This is an optimization exercise on Yosys and OpenROAD, whose aim is small area and a short achievable clock period, not a production implementation.
Only simulation tests tie the RTL to the original design; equivalence was not proved.

[design/flow/design.v]
module ca_channel (
    input  wire        clk,
    input  wire        rst,         
    input  wire        start,       
    input  wire        upd,         
    input  wire [5:0]  prn,         
    input  wire [5:0]  noise_prn,   
    input  wire [1:0]  dsel,        
    input  wire [7:0]  moff,        
    input  wire [31:0] fc,          
    input  wire [31:0] fk,          
    input  wire        s_valid,
    input  wire [7:0]  s_i,
    input  wire [7:0]  s_q,
    output reg         dump_valid,
    output reg  [31:0] ve_i, ve_q,
    output reg  [31:0] e_i,  e_q,
    output reg  [31:0] p_i,  p_q,
    output reg  [31:0] l_i,  l_q,
    output reg  [31:0] vl_i, vl_q,
    output reg  [31:0] n_i,  n_q,
    output reg  [31:0] m_i,  m_q,
    output reg  [63:0] carr_phase,
    output reg  [31:0] code_frac
);
    localparam signed [31:0] FC_MIN = -32'sd225443840;
    localparam signed [31:0] FC_MAX = -32'sd224395264;
    localparam        [31:0] FK_MIN = 32'd26816795;
    localparam        [31:0] FK_MAX = 32'd26817867;
    function [31:0] clamp_fc(input [31:0] w);
        if ($signed(w) < FC_MIN)      clamp_fc = FC_MIN;
        else if ($signed(w) > FC_MAX) clamp_fc = FC_MAX;
        else                          clamp_fc = w;
    endfunction
    function [31:0] clamp_fk(input [31:0] w);
        if (w < FK_MIN)      clamp_fk = FK_MIN;
        else if (w > FK_MAX) clamp_fk = FK_MAX;
        else                 clamp_fk = w;
    endfunction
    function [7:0] g2_taps(input [5:0] p);    
        case (p)
            6'd1:  g2_taps = {4'd2, 4'd6};   6'd2:  g2_taps = {4'd3, 4'd7};
            6'd3:  g2_taps = {4'd4, 4'd8};   6'd4:  g2_taps = {4'd5, 4'd9};
            6'd5:  g2_taps = {4'd1, 4'd9};   6'd6:  g2_taps = {4'd2, 4'd10};
            6'd7:  g2_taps = {4'd1, 4'd8};   6'd8:  g2_taps = {4'd2, 4'd9};
            6'd9:  g2_taps = {4'd3, 4'd10};  6'd10: g2_taps = {4'd2, 4'd3};
            6'd11: g2_taps = {4'd3, 4'd4};   6'd12: g2_taps = {4'd5, 4'd6};
            6'd13: g2_taps = {4'd6, 4'd7};   6'd14: g2_taps = {4'd7, 4'd8};
            6'd15: g2_taps = {4'd8, 4'd9};   6'd16: g2_taps = {4'd9, 4'd10};
            6'd17: g2_taps = {4'd1, 4'd4};   6'd18: g2_taps = {4'd2, 4'd5};
            6'd19: g2_taps = {4'd3, 4'd6};   6'd20: g2_taps = {4'd4, 4'd7};
            6'd21: g2_taps = {4'd5, 4'd8};   6'd22: g2_taps = {4'd6, 4'd9};
            6'd23: g2_taps = {4'd1, 4'd3};   6'd24: g2_taps = {4'd4, 4'd6};
            6'd25: g2_taps = {4'd5, 4'd7};   6'd26: g2_taps = {4'd6, 4'd8};
            6'd27: g2_taps = {4'd7, 4'd9};   6'd28: g2_taps = {4'd8, 4'd10};
            6'd29: g2_taps = {4'd1, 4'd6};   6'd30: g2_taps = {4'd2, 4'd7};
            6'd31: g2_taps = {4'd3, 4'd8};   6'd32: g2_taps = {4'd4, 4'd9};
            6'd33: g2_taps = {4'd5, 4'd10};  6'd34: g2_taps = {4'd4, 4'd10};
            6'd35: g2_taps = {4'd1, 4'd7};   6'd36: g2_taps = {4'd2, 4'd8};
            6'd37: g2_taps = {4'd4, 4'd10};
            default: g2_taps = {4'd2, 4'd6};
        endcase
    endfunction
    function ca_chip(input [10:1] g1s, input [10:1] g2s, input [5:0] p);
        reg [7:0] t;
        begin
            t = g2_taps(p);
            ca_chip = g1s[10] ^ g2s[t[7:4]] ^ g2s[t[3:0]];
        end
    endfunction
    localparam [10:1] G1_1021 = 10'b0011111111, G2_1021 = 10'b1011111111;
    localparam [10:1] G1_1022 = 10'b0111111111, G2_1022 = 10'b0111111111;
    localparam [10:1] G1_0    = 10'b1111111111, G2_0    = 10'b1111111111;
    localparam [10:1] G1_1    = 10'b1111111110, G2_1    = 10'b1111111110;
    localparam [10:1] G1_2    = 10'b1111111100, G2_2    = 10'b1111111100;
    localparam [10:1] G1_3    = 10'b1111111000, G2_3    = 10'b1111111001;
    function [32:0] spacing_d(input [1:0] s);
        case (s)
            2'd0: spacing_d = 33'd429496730;     
            2'd1: spacing_d = 33'd858993459;     
            2'd2: spacing_d = 33'h080000000;     
            default: spacing_d = 33'h100000000;  
        endcase
    endfunction
    function [32:0] spacing_h(input [1:0] s);
        case (s)
            2'd0: spacing_h = 33'd214748365;     
            2'd1: spacing_h = 33'd429496730;     
            2'd2: spacing_h = 33'h040000000;     
            default: spacing_h = 33'h080000000;  
        endcase
    endfunction
    reg        running;
    reg [5:0]  prn_r, nprn_r;
    reg [31:0] fc_r, fk_r;
    reg [1:0]  dsel_r;
    reg [7:0]  moff_r;
    reg [31:0] fc_p, fk_p;
    reg [1:0]  dsel_p;
    reg [7:0]  moff_p;
    reg [63:0] cphase;          
    reg [9:0]  chip;            
    reg [31:0] frac;            
    reg [10:1] g1, g2;          
    reg [4:0]  win;             
    reg [2:0]  nwin;            
    reg signed [31:0] acc_i [0:6];
    reg signed [31:0] acc_q [0:6];
    reg [7:0] cs;    
    always @* begin
        case (cphase[31:27])
            5'd0:  cs = { 4'sd7,  4'sd1};  5'd1:  cs = { 4'sd7,  4'sd2};
            5'd2:  cs = { 4'sd6,  4'sd3};  5'd3:  cs = { 4'sd5,  4'sd4};
            5'd4:  cs = { 4'sd4,  4'sd5};  5'd5:  cs = { 4'sd3,  4'sd6};
            5'd6:  cs = { 4'sd2,  4'sd7};  5'd7:  cs = { 4'sd1,  4'sd7};
            5'd8:  cs = {-4'sd1,  4'sd7};  5'd9:  cs = {-4'sd2,  4'sd7};
            5'd10: cs = {-4'sd3,  4'sd6};  5'd11: cs = {-4'sd4,  4'sd5};
            5'd12: cs = {-4'sd5,  4'sd4};  5'd13: cs = {-4'sd6,  4'sd3};
            5'd14: cs = {-4'sd7,  4'sd2};  5'd15: cs = {-4'sd7,  4'sd1};
            5'd16: cs = {-4'sd7, -4'sd1};  5'd17: cs = {-4'sd7, -4'sd2};
            5'd18: cs = {-4'sd6, -4'sd3};  5'd19: cs = {-4'sd5, -4'sd4};
            5'd20: cs = {-4'sd4, -4'sd5};  5'd21: cs = {-4'sd3, -4'sd6};
            5'd22: cs = {-4'sd2, -4'sd7};  5'd23: cs = {-4'sd1, -4'sd7};
            5'd24: cs = { 4'sd1, -4'sd7};  5'd25: cs = { 4'sd2, -4'sd7};
            5'd26: cs = { 4'sd3, -4'sd6};  5'd27: cs = { 4'sd4, -4'sd5};
            5'd28: cs = { 4'sd5, -4'sd4};  5'd29: cs = { 4'sd6, -4'sd3};
            5'd30: cs = { 4'sd7, -4'sd2};  default: cs = { 4'sd7, -4'sd1};
        endcase
    end
    wire signed [3:0] c_cos  = cs[7:4];
    wire signed [3:0] c_sin  = cs[3:0];
    wire signed [7:0] si     = s_i;
    wire signed [7:0] sq     = s_q;
    wire signed [12:0] bb_i = si * c_cos + sq * c_sin;
    wire signed [12:0] bb_q = sq * c_cos - si * c_sin;
    wire [32:0] frac_sum  = {1'b0, frac} + {1'b0, fk_r};
    wire        chip_adv  = frac_sum[32];
    wire        boundary  = chip_adv && (chip == 10'd1022);
    wire [63:0] cphase_nx = cphase + {{32{fc_r[31]}}, fc_r};
    wire [32:0] sd = spacing_d(dsel_r);
    wire [32:0] sh = spacing_h(dsel_r);
    wire signed [34:0] off [0:4];
    assign off[0] = -$signed({2'b00, sd});
    assign off[1] = -$signed({2'b00, sh});
    assign off[2] = 35'sd0;
    assign off[3] =  $signed({2'b00, sh});
    assign off[4] =  $signed({2'b00, sd});
    wire signed [34:0] off_m = {{1{moff_r[7]}}, moff_r, 26'd0};
    function tap_chip(input [4:0] w, input [31:0] f, input signed [34:0] o);
        reg signed [34:0] t;
        reg [2:0]         idx;
        begin
            t = $signed({3'b000, f}) + o;
            idx = t[34:32] + 3'd2;     
            tap_chip = w[idx];
        end
    endfunction
    reg [6:0] tchip;    
    integer k;
    always @* begin
        for (k = 0; k < 5; k = k + 1)
            tchip[k] = tap_chip(win, frac, off[k]);
        tchip[5] = nwin[0];
        tchip[6] = tap_chip(win, frac, off_m);
    end
    reg signed [31:0] sum_i [0:6];
    reg signed [31:0] sum_q [0:6];
    always @* begin
        for (k = 0; k < 7; k = k + 1) begin
            sum_i[k] = tchip[k] ? acc_i[k] - bb_i : acc_i[k] + bb_i;
            sum_q[k] = tchip[k] ? acc_q[k] - bb_q : acc_q[k] + bb_q;
        end
    end
    wire g1_fb = g1[3] ^ g1[10];
    wire g2_fb = g2[2] ^ g2[3] ^ g2[6] ^ g2[8] ^ g2[9] ^ g2[10];
    wire take = running && s_valid && !start;
    always @(posedge clk) begin
        if (rst)
            running <= 1'b0;
        else if (start)
            running <= 1'b1;
    end
    always @(posedge clk) begin
        if (start) begin
            prn_r  <= prn;
            nprn_r <= noise_prn;
            fc_r   <= clamp_fc(fc);
            fk_r   <= clamp_fk(fk);
            dsel_r <= dsel;
            moff_r <= moff;
            fc_p   <= clamp_fc(fc);
            fk_p   <= clamp_fk(fk);
            dsel_p <= dsel;
            moff_p <= moff;
        end else begin
            if (upd) begin
                fc_p   <= clamp_fc(fc);
                fk_p   <= clamp_fk(fk);
                dsel_p <= dsel;
                moff_p <= moff;
            end
            if (take && boundary) begin
                fc_r   <= fc_p;
                fk_r   <= fk_p;
                dsel_r <= dsel_p;
                moff_r <= moff_p;
            end
        end
    end
    always @(posedge clk) begin
        if (start) begin
            cphase <= 64'd0;
            chip   <= 10'd0;
            frac   <= 32'd0;
            g1     <= G1_3;
            g2     <= G2_3;
            win    <= {ca_chip(G1_2, G2_2, prn), ca_chip(G1_1, G2_1, prn),
                       ca_chip(G1_0, G2_0, prn), ca_chip(G1_1022, G2_1022, prn),
                       ca_chip(G1_1021, G2_1021, prn)};
            nwin   <= {ca_chip(G1_2, G2_2, noise_prn), ca_chip(G1_1, G2_1, noise_prn),
                       ca_chip(G1_0, G2_0, noise_prn)};
        end else if (take) begin
            cphase <= cphase_nx;
            frac   <= frac_sum[31:0];
            if (chip_adv) begin
                chip <= (chip == 10'd1022) ? 10'd0 : chip + 10'd1;
                win  <= {ca_chip(g1, g2, prn_r), win[4:1]};
                nwin <= {ca_chip(g1, g2, nprn_r), nwin[2:1]};
                g1   <= {g1[9:1], g1_fb};
                g2   <= {g2[9:1], g2_fb};
            end
        end
    end
    always @(posedge clk) begin
        for (k = 0; k < 7; k = k + 1) begin
            if (start || (take && boundary)) begin
                acc_i[k] <= 32'sd0;
                acc_q[k] <= 32'sd0;
            end else if (take) begin
                acc_i[k] <= sum_i[k];
                acc_q[k] <= sum_q[k];
            end
        end
    end
    always @(posedge clk) begin
        dump_valid <= !rst && take && boundary;
        if (take && boundary) begin
            {ve_i, ve_q} <= {sum_i[0], sum_q[0]};
            {e_i,  e_q}  <= {sum_i[1], sum_q[1]};
            {p_i,  p_q}  <= {sum_i[2], sum_q[2]};
            {l_i,  l_q}  <= {sum_i[3], sum_q[3]};
            {vl_i, vl_q} <= {sum_i[4], sum_q[4]};
            {n_i,  n_q}  <= {sum_i[5], sum_q[5]};
            {m_i,  m_q}  <= {sum_i[6], sum_q[6]};
            carr_phase   <= cphase_nx;
            code_frac    <= frac_sum[31:0];
        end
    end
endmodule
[design/flow/config.mk]
export PLATFORM = sky130hd
export DESIGN_NAME = ca_channel
export DESIGN_NICKNAME = ca_channel
export VERILOG_FILES = /design/flow/design.v
export SDC_FILE = /design/flow/constraint.sdc
export NUM_CORES = 4
export LEC_CHECK = 0
export CAP_MARGIN = 20
export CORE_MARGIN = 2
export CORE_UTILIZATION = 40
export SLEW_MARGIN = 20
[design/flow/run.sh]
#!/bin/bash
# synth_recipe.tcl (not shown) runs the flow's synth.tcl, then flattens the netlist and writes it again
# the make line also repeats each setting of config.mk as NAME=value (left out here)
make -C /OpenROAD-flow-scripts/flow DESIGN_CONFIG=/design/flow/config.mk WORK_HOME=/design/flow/orfs CLKGATE_MAP_FILE= SYNTH_SCRIPT=/design/flow/synth_recipe.tcl finish
[design/flow/constraint.sdc]
create_clock -name core_clock -period 10.0 [get_ports {clk}]
set_input_delay 2.0000 -clock core_clock [delete_from_list [all_inputs] [get_ports {clk}]]
set_output_delay 2.0000 -clock core_clock [all_outputs]
set_load 0.01 [all_outputs]
==> results.cfg <==
[run_status]
outcome = no timing/DRC/antenna violations

[logic_synthesis]
async_flop_share = 0
yosysWarnings = 5
synth_flop_cell = edfxtp_1
yosys-top-cells-area = edfxtp_1 (25%), dfxtp_1 (14%), ha_1 (11%), a21oi_1 (6.0%), nand2_1 (5.5%)
synth.mux.area_fraction = 0.02004
synth_area_leader_cell = edfxtp_1
synth_top_family_by_area = compound AO/OA/AOI/OAI gates
synthCells = 9366
synth-compound-area-share = 0.1865
synth_xor_area_frac = 0.07083
synth_fa_ha_area_frac = 0.1385
syn_avg_cell_area_um2 = 9.140
synth_seq_cells = 1312
synth_top_area_frac = 0.2497
syn-cell-area_um2 = 85610
synth_common_cells = nand2_1 (1,263), a21oi_1 (1,033), ha_1 (751)
synth.most_common_cell = nand2_1
ys_seq_area_frac = 0.3901
synth_edf_count = 712
synth.distinct_cells = 109
synth_simple_gate_area_frac = 0.1583

[critical_path]
rr_endpoint = acc_q[0][30]
crit_path_max_incr_delay_ns = 0.60
crit-reg2reg-launch = cs[0]
ff2ff_setup_slack_ns = 1.08
worst-setup-path-type = in -> reg
path_buf_inv = 7
ff2ff_path_depth = 37
worstPathRequired_ns = 10.75
path_max_fanout = 3
cpMostUsedCell = buf_4
cp_top_family = adder cells
slowest_stage = fa_2
critPathLaunchType = primary input
cp_data_arrival_time_ns = 10.53
cp-end-kind = flop

[drt]
post_drt_wl_per_cell_um = 20.60
vias_per_cell = 5.443
drt_first_iter_violations = 5690
num_vias = 75720
route.detailed.drc = 0
routed_wl_um = 286500
ant_nets = 0
first_pass_iters = 7

[cts]
cts.sinks = 1312
tritoncts = built
cts_buffers = 157
clockBufferDepth = 3
clockRootBuffer = clkbuf_16
path_clk_slew_ns = 0.06
ctsHoldBuffers = 0
h-tree-depth = 4
clkLatencyLatePin_ns = 0.86

[sta]
hold_viol_final = 0
setup_slack_ns = 0.2266
period_needed_ns = 9.773
skew_ns = 0.04825
max_slew_margin = 0.1202
fmax_mhz = 102.3
maxSlewViolCount = 0
finalCritPeriodShare = 0.9773
setup_viol = 0
tightest_slew_ns = 1.320

[min_path]
hold_end = cphase[25]
hold_depth = 2
hp-class = reg -> reg
hold_path.startpoint = cphase[25]

[final_layout]
area_growth_pct = 27.87
nets = 11930
fin_cells = 13910
fillers = 19390
drive_gt1_frac = 0.1525
fin_util = 0.5151

[global_route]
grt.total_usage = 0.2553
grt_start_max_net_pins = 177
grt_pass1_wl_um = 433400
grt_pass1_vias = 73670
globalRouteMet2Util = 0.4131
grt_remaining_overflow = 0
use_met3 = 0.04335
grt.busiest_layer = met2
antenna_found_initial = 33
grt_util_met1 = 0.3410

[die]
rows = 169
dieArea_um2 = 217700
core-area_um2 = 212500
die_height_um = 466.6
start_util = 0.4028
pin_count = 652
fp.dieW_um = 466.6

[placed_design]
globalplace.congestion = 0.9319
dpl.cell_count = 13590
dp_hpwl_um = 213600
place_ws_ns = -1.413
port_buffers = 651

[flow_run]
maxCapViolCount = 0
## layout make-up
| class | instances | area [µm²] | area share |
|---|---|---|---|
| Multi-Input combinational cell | 7282 | 50110 | 0.4577 |
| Sequential cell | 1312 | 33390 | 0.3050 |
| Timing Repair Buffer | 1791 | 15360 | 0.1403 |
| Clock buffer | 197 | 4284 | 0.03914 |
| Tap cell | 2821 | 3530 | 0.03224 |
| Inverter | 400 | 1516 | 0.01385 |
| Clock inverter | 99 | 1260 | 0.01151 |
| Antenna cell | 9 | 22.52 | 0.0002057 |
## what timing repair did
item                       in CTS  in global routing
pin swaps                       8                 50
gates resized for setup        43                104
setup endpoints to repair      66                177
buffers inserted                3                  9
## worst register-to-register path, delay by kind of cell (launching register included)
kind	cells	cell delay [ns]
XOR/XNOR	2	0.31
flip-flops	1	0.77
AND/OR/NAND/NOR	10	2.58
adder cells (fa/ha/maj)	8	2.86
AO/OA/AOI/OAI	6	1.03
buffers and inverters	11	1.27
## state kept, by name, summed over array words and instances (netlist names), 64 cells and up, named ones only
name	flops
acc_i	224
acc_q	224
carr_phase	64
cphase	64
## layout by cell type (no fill, tap or decap), types with 47 or more instances in the layout
cell type,instances
a211oi_1,102
a21o_1,273
a21oi_1,1018
a31oi_1,80
and2_1,109
and3_1,75
buf_4,1111
clkbuf_16,161
clkdlybuf4s50_1,646
dfxtp_1,600
edfxtp_1,712
fa_1,122
ha_1,738
inv_1,386
mux2_2,51
mux2i_1,96
nand2_1,1258
nand2b_1,86
nand3_1,157
nand4_1,63
nor2_1,654
nor2b_1,118
nor3_1,160
o211ai_1,54
o21a_1,104
o21ai_0,438
o21bai_1,80
or3_1,47
xnor2_1,500
xor2_1,173
## worst max path at each step
stage                     startpoint             to  slack [ns]  cells past startpoint
after floorplan              s_valid  carr_phase[0]       -0.95                      5
after global placement        s_q[1]   acc_q[0][28]       -1.38                     38
after detailed placement      s_q[2]   acc_q[0][28]       -1.41                     35
after CTS                     s_q[3]   acc_q[0][28]       -0.07                     37
after global routing          s_i[3]   acc_i[0][30]       -0.02                     33
final                         s_i[4]   acc_q[0][30]        0.23                     35
## per-layer routing
layer	up-vias	share of wire
met5	-	0.00038
met4	16	0.039
met3	430	0.063
met2	2233	0.46
met1	36380	0.44
li1	36660	-
## cell families (layout without fill, tap and decap cells)
logic type,Yosys count,count (layout)
AO/OA/AOI/OAI,2580,2580
XOR/XNOR,689,689
adder cells (fa/ha/maj),874,874
buffers and inverters,801,2487
flip-flops,1312,1312
multiplexers,155,155
other,2,40
AND/OR/NAND/NOR,2953,2953
## stage by stage
stage          hold slack, ns  instance area [µm²]  setup TNS (ns)
2_1_floorplan          0.4362                85890         -517.60
3_3_place_gp           0.4458               103200         -188.90
3_5_place_dp           0.4510               103200         -211.20
4_1_cts                0.4594               109000         -0.1870
5_1_grt                0.4720               109500        -0.01707
6_report               0.4557               109500               0

-- port drivers added, routing unchanged --
No port has a modelled driver above. Below, the same layout with a new extraction and two added sets of constraints. Step 1: set_driving_cell puts a clkbuf_16 on clk and a buf_2 on each other input, an assumption about the parent block. Step 2 times the ports against the registers' clock, not the clock port: input delays grow and output delays shrink by t, the midpoint of the rising clock arrivals with the driver on. Three values: ideal ports, drivers, drivers and shift; two values: the first two.
t, ns: 0.919
setup slack, ns: 0.227 / 0.158 / -0.761
hold slack, ns: 0.456 / 0.456 / 0.456
latest minus earliest clock arrival (ns): 0.049 / 0.049
cell pins on the clock port's net: 1
With both steps, setup timing fails in this run, where it was met with ideal ports. The setup slack of this run moves by -0.069 ns with the drivers and by -0.988 ns with both steps.
